This design comes from an exercise in tuning for small area, a short achievable clock period and few clock cycles per item on the open sky130 flow, not from production work. At most, simulation tests tie the RTL to the original design; equivalence was not proved. Power and IR drop assume default switching activity.

== job 5858 ==
Design lzw_enc, start of the top module:
module lzw_enc (
    input  wire       clk,
    input  wire       rst,
    input  wire       in_valid,
    output wire       in_ready,
    input  wire [7:0] in_data,
    input  wire       in_last,
    input  wire       in_fc,
    output wire       out_valid,
    input  wire       out_ready,
    output wire [7:0] out_data,
    output wire       out_last
);
Size in the first run: about 7000 cells after synthesis, about 2400 flip-flops, about 100000 um2 of cells after synthesis.
export LEC_CHECK = 0
export ABC_CLOCK_PERIOD_IN_PS = 3000
export CAP_MARGIN = 20
export CORE_MARGIN = 2
export CORE_UTILIZATION = 50
export CTS_BUF_LIST = sky130_fd_sc_hd__clkbuf_16
export CTS_CLUSTER_DIAMETER = 60
export CTS_CLUSTER_SIZE = 30
export SETUP_SLACK_MARGIN = 5
export SLEW_MARGIN = 20
export TNS_END_PERCENT = 10
create_clock -name core_clock -period 10.0 [get_ports {clk}]
standard.sh (not shown) runs the stock make flow with config.mk's settings and CLKGATE_MAP_FILE= SYNTH_SCRIPT=/design/flow/synth_recipe.tcl, a recipe that flattens the netlist after the stock synthesis.
==> flow/flow/run.sh <==
#!/bin/bash
# The standard layout (standard.sh), with repair_timing aiming for a larger setup margin.
set -euo pipefail
sed 's/SETUP_SLACK_MARGIN=[0-9.]*/SETUP_SLACK_MARGIN=7/' standard.sh > standard_margin.sh
bash standard_margin.sh > standard.log 2>&1
Testbench counts of job 5858, summed over its fixed seeds: cycles 87,750, items 85,491.
diff inputs: job 5858 => job 7229
--- a/flow/design.v
+++ b/flow/design.v
@@ -32,27 +32,29 @@
     reg        ev;      
     reg  [8:0] ec;      
     reg        eclr;    
     reg        etl;     
     reg  [PB-1:0]   pb;
     reg  [5:0]      pc;
     reg  [PB/8-1:0] lb;      
     reg             ov;
     assign out_valid = ov;
     assign out_data  = pb[7:0];
     assign out_last  = lb[0];
-    reg  stall_s, stall_t;
     wire [5:0] e_room = !ev ? 6'd0 :
                         (eclr & etl) ? 6'd34 :
                         etl ? 6'd25 :
                         eclr ? 6'd18 : 6'd9;
+    wire [6:0] fill = {1'b0, pc} + {1'b0, e_room};
+    wire stall_s = fill > (pend ? PB - 18 : PB - 9);
+    wire stall_t = fill > PB - 34;
     wire tgo   = tl & ~stall_t;                     
     wire go    = kv & (tl ? ~stall_t : ~stall_s);   
     wire load_k = (go | ~kv) & f0v;                 
     wire [7:0] kn = load_k ? f0d : kd;              
     wire [15:0] grp_gt, grp_eq;
     wire [7:0]  pos_gt, pos_eq;
     genvar g;
     generate
         for (g = 0; g < 16; g = g + 1) begin : g_grp
             assign grp_gt[g] = nx[7] | (nx[6:3] > g);
             assign grp_eq[g] = ~nx[7] & (nx[6:3] == g);
@@ -110,69 +112,45 @@
                 end else begin : g_off
                     assign sel[j] = 1'b0;
                 end
             end
             assign hj0[g] = (|sel) | (mb & ~rc[g]);
         end
     endgenerate
     wire [8:0] w_nx = {wv & (hj[1] | hj0[1]),
                        kd[7] & ~(wv & (hj[0] | hj0[0])),
                        (wv ? hj : 7'd0) | (kd[6:0] & ~(wv ? hj0 : 7'd0))};
     wire miss = go & wv & ~hit;
-    wire [5:0] room_e = tgo ? (pend ? 6'd34 : 6'd25) : (pend ? 6'd18 : 6'd9);
-    wire [5:0] room_h = tgo ? room_e : 6'd0;
-    wire [5:0] room_m = (tgo | (go & wv)) ? room_e : 6'd0;
-    wire       pend_h = (go & ~wv) ? 1'b0 : pend;
-    wire       pend_m = ~pend & (nx == 8'd127) & fc;
     wire adv  = miss & ~pend & ~nx[7];       
     wire [26:0] ebits = !ev ? 27'd0 :
                         {(eclr & etl) ? 9'd257 : 9'd0,
                          eclr ? 9'd256 : (etl ? 9'd257 : 9'd0),
                          ec};
     wire [5:0]  e_n   = !ev ? 6'd0 :
                         (eclr & etl) ? 6'd27 :
                         (eclr | etl) ? 6'd18 : 6'd9;
     wire [PB-1:0] merged = pb | ({{(PB-27){1'b0}}, ebits} << pc);
     wire [6:0]  pc_s  = {1'b0, pc} + {1'b0, e_n};
     wire [6:0]  pc_r  = (ev & etl) ? ((pc_s + 7'd7) & 7'h78) : pc_s;
     wire [2:0]  lastb = pc_r[5:3] - 3'd1;
     wire [PB/8-1:0] lb_m = lb | ((ev & etl) ? ({{(PB/8-1){1'b0}}, 1'b1} << lastb) : {PB/8{1'b0}});
     wire pop = ov & out_ready;
     wire [6:0]  pc_n  = pop ? pc_r - 7'd8 : pc_r;
-    wire [7:0]  base   = {2'b0, pc} + {2'b0, e_room};
-    wire [7:0]  fill_h = base + {2'b0, room_h};
-    wire [7:0]  fill_m = base + {2'b0, room_m};
-    wire s_h0 = fill_h > PB - 9,  s_h0p = fill_h > PB - 1;
-    wire s_h1 = fill_h > PB - 18, s_h1p = fill_h > PB - 10;
-    wire s_m0 = fill_m > PB - 9,  s_m0p = fill_m > PB - 1;
-    wire s_m1 = fill_m > PB - 18, s_m1p = fill_m > PB - 10;
-    wire t_h  = fill_h > PB - 34, t_hp  = fill_h > PB - 26;
-    wire t_m  = fill_m > PB - 34, t_mp  = fill_m > PB - 26;
-    wire s_hn = pend_h ? s_h1  : s_h0;
-    wire s_hp = pend_h ? s_h1p : s_h0p;
-    wire s_mn = pend_m ? s_m1  : s_m0;
-    wire s_mp = pend_m ? s_m1p : s_m0p;
-    wire stall_s_h = pop ? s_hp : s_hn;
-    wire stall_s_m = pop ? s_mp : s_mn;
-    wire stall_t_h = pop ? t_hp : t_h;
-    wire stall_t_m = pop ? t_mp : t_m;
     always @(posedge clk) begin
         if (rst) begin
             kv   <= 1'b0;
             f0v  <= 1'b0;
             f1v  <= 1'b0;
             irdy <= 1'b1;
             jc   <= 1'b1;
             rep  <= 1'b0;
-            stall_s <= 1'b0;
-            stall_t <= 1'b0;
             wv   <= 1'b0;
             tl   <= 1'b0;
             pend <= 1'b0;
             nx   <= 8'd2;
             ev   <= 1'b0;
             etl  <= 1'b0;
             pb   <= {PB{1'b0}};
             pc   <= 6'd0;
             lb   <= {PB/8{1'b0}};
             ov   <= 1'b0;
         end else begin
@@ -225,16 +203,14 @@
             if (go && kl)
                 tl <= 1'b1;
             else if (tgo)
                 tl <= 1'b0;
             ev   <= miss | tgo;
             eclr <= pend;
             etl  <= tgo;
             pb <= pop ? (merged >> 8) : merged;
             lb <= pop ? (lb_m >> 1) : lb_m;
             pc <= pc_n[5:0];
             ov <= (pc_n >= 7'd8);
-            stall_s <= miss ? stall_s_m : stall_s_h;
-            stall_t <= miss ? stall_t_m : stall_t_h;
         end
     end
 endmodule
==> comparison <==
Fraction of area in clock buffers and inverters delta (job 7229 -> job 5858): insignificant. No stage failed in job 7229, and the final checks on the layout all came back clean. On via total after detailed routing, the higher figure sits with job 5858, not job 7229. Job 5858 → job 7229: flip-flop and latch count roughly the same, first-pass iteration count of the detailed router increased 2, combinational power went up 20%. or4_4 as the library cell contributing the largest single delay on the critical path was reported by job 5858, and edfxtp_1 by job 7229. Summary of job 7229 over job 5858: net switching power shows an increase of 0.34 mW, core region area shows an increase of 1.2%. Route | job 7229 vs job 5858 | wire shorter in job 7229. The run showing the greater critical-path maximum fanout is job 5858. Of job 5858 and job 7229, the lower antenna diode count belongs to job 5858. Job 7229 falls short of job 5858 in clock period minus final worst setup slack. Diff job 5858 -> job 7229 | number of standard cells after synthesis | up by a few percent. Job 7229 ends up with higher number of instances in the placed design than job 5858 does.
The RTL of job 7229 was laid out without a check of its function.

---

## run H
The RTL this note starts from:
==> flow/design.v <==
module lzw_enc (
    input  wire       clk,
    input  wire       rst,
    input  wire       in_valid,
    output wire       in_ready,
    input  wire [7:0] in_data,
    input  wire       in_last,
    input  wire       in_fc,
    output wire       out_valid,
    input  wire       out_ready,
    output wire [7:0] out_data,
    output wire       out_last
);
    localparam PB = 48;    
    reg        kv, kl, kf;      
    reg  [7:0] kd;
    reg        sv, sl, sf;      
    reg  [7:0] sd;
    assign in_ready = ~sv;
    wire take_in = in_valid & ~sv;
    reg  [8:0] w;       
    reg        wv;      
    reg        tl;      
    reg        fc;      
    reg        pend;    
    reg  [7:0] nx;      
    reg  [8:0] dp [2:127];
    reg  [7:0] db [2:127];
    reg        ev;      
    reg  [8:0] ec;      
    reg        eclr;    
    reg        etl;     
    reg  [PB-1:0]   pb;
    reg  [5:0]      pc;
    reg  [PB/8-1:0] lb;      
    reg             ov;
    assign out_valid = ov;
    assign out_data  = pb[7:0];
    assign out_last  = lb[0];
    wire [5:0] e_room = !ev ? 6'd0 :
                        (eclr & etl) ? 6'd34 :
                        etl ? 6'd25 :
                        eclr ? 6'd18 : 6'd9;
    wire [6:0] fill = {1'b0, pc} + {1'b0, e_room};
    wire stall_s = fill > (pend ? PB - 18 : PB - 9);
    wire stall_t = fill > PB - 34;
    wire tgo   = tl & ~stall_t;                     
    wire go    = kv & (tl ? ~stall_t : ~stall_s);   
    wire [15:0] grp_gt, grp_eq;
    wire [7:0]  pos_gt, pos_eq;
    genvar g;
    generate
        for (g = 0; g < 16; g = g + 1) begin : g_grp
            assign grp_gt[g] = nx[7] | (nx[6:3] > g);
            assign grp_eq[g] = ~nx[7] & (nx[6:3] == g);
        end
        for (g = 0; g < 8; g = g + 1) begin : g_pos
            assign pos_gt[g] = nx[2:0] > g;
            assign pos_eq[g] = nx[2:0] == g;
        end
    endgenerate
    wire [127:0] m;
    assign m[1:0] = 2'b00;
    generate
        for (g = 2; g < 128; g = g + 1) begin : g_ent
            wire vld = grp_gt[g >> 3] | (grp_eq[g >> 3] & pos_gt[g & 7]);
            wire wen = grp_eq[g >> 3] & pos_eq[g & 7];
            assign m[g] = vld && (dp[g] == w) && (db[g] == kd);
            always @(posedge clk)
                if (wen) begin
                    dp[g] <= w;
                    db[g] <= kd;
                end
        end
    endgenerate
    wire hit = |m;
    wire [6:0] hj;
    generate
        for (g = 0; g < 7; g = g + 1) begin : g_enc
            wire [127:0] sel;
            genvar j;
            for (j = 0; j < 128; j = j + 1) begin : g_b
                if (((j >> g) & 1) != 0) begin : g_on
                    assign sel[j] = m[j];
                end else begin : g_off
                    assign sel[j] = 1'b0;
                end
            end
            assign hj[g] = |sel;
        end
    endgenerate
    wire [6:0] hj0;
    generate
        for (g = 0; g < 7; g = g + 1) begin : g_enc0
            wire [127:0] sel;
            genvar j;
            for (j = 0; j < 128; j = j + 1) begin : g_b
                if (((j >> g) & 1) == 0) begin : g_on
                    assign sel[j] = m[j];
                end else begin : g_off
                    assign sel[j] = 1'b0;
                end
            end
            assign hj0[g] = |sel;
        end
    endgenerate
    wire [8:0] w_nx = {wv & (hj[1] | hj0[1]),
                       kd[7] & ~(wv & (hj[0] | hj0[0])),
                       (wv ? hj : 7'd0) | (kd[6:0] & ~(wv ? hj0 : 7'd0))};
    wire miss = go & wv & ~hit;
    wire [26:0] ebits = !ev ? 27'd0 :
                        {(eclr & etl) ? 9'd257 : 9'd0,
                         eclr ? 9'd256 : (etl ? 9'd257 : 9'd0),
                         ec};
    wire [5:0]  e_n   = !ev ? 6'd0 :
                        (eclr & etl) ? 6'd27 :
                        (eclr | etl) ? 6'd18 : 6'd9;
    wire [PB-1:0] merged = pb | ({{(PB-27){1'b0}}, ebits} << pc);
    wire [6:0]  pc_s  = {1'b0, pc} + {1'b0, e_n};
    wire [6:0]  pc_r  = (ev & etl) ? ((pc_s + 7'd7) & 7'h78) : pc_s;
    wire [2:0]  lastb = pc_r[5:3] - 3'd1;
    wire [PB/8-1:0] lb_m = lb | ((ev & etl) ? ({{(PB/8-1){1'b0}}, 1'b1} << lastb) : {PB/8{1'b0}});
    wire pop = ov & out_ready;
    wire [6:0]  pc_n  = pop ? pc_r - 7'd8 : pc_r;
    always @(posedge clk) begin
        if (rst) begin
            kv   <= 1'b0;
            sv   <= 1'b0;
            wv   <= 1'b0;
            tl   <= 1'b0;
            pend <= 1'b0;
            nx   <= 8'd2;
            ev   <= 1'b0;
            etl  <= 1'b0;
            pb   <= {PB{1'b0}};
            pc   <= 6'd0;
            lb   <= {PB/8{1'b0}};
            ov   <= 1'b0;
        end else begin
            ec <= w;
            if (go || !kv) begin
                if (sv) begin
                    kd <= sd; kl <= sl; kf <= sf;
                    sv <= 1'b0;
                end else begin
                    kd <= in_data; kl <= in_last; kf <= in_fc;
                    kv <= take_in;
                end
            end else if (take_in) begin
                sd <= in_data; sl <= in_last; sf <= in_fc;
                sv <= 1'b1;
            end
            if (go)
                w <= w_nx;
            if (go) begin
                if (!wv) begin
                    fc   <= kf;
                    nx   <= 8'd2;
                    pend <= 1'b0;
                end else if (!hit) begin
                    if (pend) begin
                        nx   <= 8'd2;
                        pend <= 1'b0;
                    end else if (!nx[7]) begin
                        nx <= nx + 8'd1;
                        if (nx == 8'd127 && fc)
                            pend <= 1'b1;
                    end
                end
                wv <= ~kl;
            end
            if (go && kl)
                tl <= 1'b1;
            else if (tgo)
                tl <= 1'b0;
            ev   <= miss | tgo;
            eclr <= pend;
            etl  <= tgo;
            pb <= pop ? (merged >> 8) : merged;
            lb <= pop ? (lb_m >> 1) : lb_m;
            pc <= pc_n[5:0];
            ov <= (pc_n >= 7'd8);
        end
    end
endmodule
==> flow/config.mk <==
export PLATFORM = sky130hd
export DESIGN_NAME = lzw_enc
export DESIGN_NICKNAME = lzw_enc
export VERILOG_FILES = /design/flow/design.v
export SDC_FILE = /design/flow/constraint.sdc
export NUM_CORES = 4
export LEC_CHECK = 0
export ABC_CLOCK_PERIOD_IN_PS = 3000
export CAP_MARGIN = 20
export CORE_MARGIN = 2
export CORE_UTILIZATION = 50
export CTS_BUF_LIST = sky130_fd_sc_hd__clkbuf_16
export CTS_CLUSTER_DIAMETER = 60
export CTS_CLUSTER_SIZE = 30
export SETUP_SLACK_MARGIN = 5
export SLEW_MARGIN = 20
export TNS_END_PERCENT = 10
==> flow/constraint.sdc <==
create_clock -name core_clock -period 10.0 [get_ports {clk}]
set_input_delay 2.0000 -clock core_clock [delete_from_list [all_inputs] [get_ports {clk}]]
set_output_delay 2.0000 -clock core_clock [all_outputs]
set_load 0.01 [all_outputs]
Scripts as last shown in full above: flow/flow/run.sh
Per the final summary, run H finished and its layout is clean on timing, DRC and antenna.
Here is what was changed in the inputs of run E compared with run H.
--- a/flow/design.v
+++ b/flow/design.v
@@ -13,14 +13,15 @@
 );
     localparam PB = 48;    
     reg        kv, kl, kf;      
     reg  [7:0] kd;
     reg        sv, sl, sf;      
     reg  [7:0] sd;
-    assign in_ready = ~sv;
-    wire take_in = in_valid & ~sv;
+    reg        irdy;            
+    assign in_ready = irdy;
+    wire take_in = in_valid & irdy;
     reg  [8:0] w;       
     reg        wv;      
     reg        tl;      
     reg        fc;      
     reg        pend;    
     reg  [7:0] nx;      
@@ -86,33 +87,14 @@
                     assign sel[j] = 1'b0;
                 end
             end
             assign hj[g] = |sel;
         end
     endgenerate
-    wire [6:0] hj0;
-    generate
-        for (g = 0; g < 7; g = g + 1) begin : g_enc0
-            wire [127:0] sel;
-            genvar j;
-            for (j = 0; j < 128; j = j + 1) begin : g_b
-                if (((j >> g) & 1) == 0) begin : g_on
-                    assign sel[j] = m[j];
-                end else begin : g_off
-                    assign sel[j] = 1'b0;
-                end
-            end
-            assign hj0[g] = |sel;
-        end
-    endgenerate
-    wire [8:0] w_nx = {wv & (hj[1] | hj0[1]),
-                       kd[7] & ~(wv & (hj[0] | hj0[0])),
-                       (wv ? hj : 7'd0) | (kd[6:0] & ~(wv ? hj0 : 7'd0))};
     wire miss = go & wv & ~hit;
-    wire [26:0] ebits = !ev ? 27'd0 :
-                        {(eclr & etl) ? 9'd257 : 9'd0,
+    wire [26:0] ebits = {(eclr & etl) ? 9'd257 : 9'd0,
                          eclr ? 9'd256 : (etl ? 9'd257 : 9'd0),
                          ec};
     wire [5:0]  e_n   = !ev ? 6'd0 :
                         (eclr & etl) ? 6'd27 :
                         (eclr | etl) ? 6'd18 : 6'd9;
     wire [PB-1:0] merged = pb | ({{(PB-27){1'b0}}, ebits} << pc);
@@ -123,44 +105,50 @@
     wire pop = ov & out_ready;
     wire [6:0]  pc_n  = pop ? pc_r - 7'd8 : pc_r;
     always @(posedge clk) begin
         if (rst) begin
             kv   <= 1'b0;
             sv   <= 1'b0;
+            irdy <= 1'b1;
             wv   <= 1'b0;
             tl   <= 1'b0;
             pend <= 1'b0;
             nx   <= 8'd2;
             ev   <= 1'b0;
+            ec   <= 9'd0;
+            eclr <= 1'b0;
             etl  <= 1'b0;
             pb   <= {PB{1'b0}};
             pc   <= 6'd0;
             lb   <= {PB/8{1'b0}};
             ov   <= 1'b0;
         end else begin
-            ec <= w;
             if (go || !kv) begin
                 if (sv) begin
                     kd <= sd; kl <= sl; kf <= sf;
                     sv <= 1'b0;
+                    irdy <= 1'b1;
                 end else begin
                     kd <= in_data; kl <= in_last; kf <= in_fc;
                     kv <= take_in;
                 end
             end else if (take_in) begin
                 sd <= in_data; sl <= in_last; sf <= in_fc;
                 sv <= 1'b1;
+                irdy <= 1'b0;
             end
-            if (go)
-                w <= w_nx;
             if (go) begin
                 if (!wv) begin
+                    w    <= {1'b0, kd};
                     fc   <= kf;
                     nx   <= 8'd2;
                     pend <= 1'b0;
-                end else if (!hit) begin
+                end else if (hit) begin
+                    w <= {1'b1, 1'b0, hj};
+                end else begin
+                    w <= {1'b0, kd};
                     if (pend) begin
                         nx   <= 8'd2;
                         pend <= 1'b0;
                     end else if (!nx[7]) begin
                         nx <= nx + 8'd1;
                         if (nx == 8'd127 && fc)
@@ -171,13 +159,14 @@
             end
             if (go && kl)
                 tl <= 1'b1;
             else if (tgo)
                 tl <= 1'b0;
             ev   <= miss | tgo;
-            eclr <= pend;
+            ec   <= (miss | tgo) ? w : 9'd0;
+            eclr <= (miss | tgo) & pend;
             etl  <= tgo;
             pb <= pop ? (merged >> 8) : merged;
             lb <= pop ? (lb_m >> 1) : lb_m;
             pc <= pc_n[5:0];
             ov <= (pc_n >= 7'd8);
         end
Results
Run E closes out successfully: all stages finished, all timing, DRC and antenna checks passed.
Taking run H as the reference point, the compound-gate portion of the synthesized area of run E rises by 0.27 points.
met2 usage ended up 1.8 points lower on run E than on run H.
Run E vs run H: routed wire length per instance down
Fraction of met1 tracks used by global routing | run E below run H
For run H, the timing startpoint of the critical path was w[4]$_DFFE_PP_, unlike run E, where it was nx[0]$_SDFFE_PP0P_.
[compare] base=run H new=run E: worst hold slack was more or less identical; critical path depth went down by 1; wire length of the first global-routing pass went down by about 1.7%.
Function was not checked in any run of this note: the RTL went through the layout flow alone.

==> what the ideal ports hide <==
How much do the figures lean on ideal ports? The routed layouts below were timed once more, with nothing changed but the port constraints. Step 1, drivers: a clkbuf_16 drives clk and a buf_2 each remaining input, both assumed. Step 2 also shifts input and output timing later by t, the mid clock arrival at the registers, as if the neighbouring blocks saw the same clock. Three values: ideal, step 1, step 2; two values: the first two.
run | shift t [ns] | slack for setup (ns) | hold WS [ns] | worst setup path at the end | latest minus earliest clock arrival (ns)
job 5858 | 0.950 | 6.111 / 6.111 / 5.750 | 0.435 / 0.435 / 0.435 | input to register | 0.061 / 0.062
job 7229 | 0.944 | 5.213 / 5.213 / 5.213 | 0.452 / 0.452 / 0.452 | register to register | 0.062 / 0.063
run H | 0.961 | 5.850 / 5.850 / 5.850 | 0.461 / 0.461 / 0.461 | register to register | 0.059 / 0.059
run E | 0.951 | 5.856 / 5.856 / 5.856 | 0.462 / 0.462 / 0.462 | register to register | 0.040 / 0.040
After both steps setup and hold are still met in every run listed. For job 5858, which loses most, drivers alone change the setup slack by 0.000 ns; drivers and shift together by -0.361 ns.
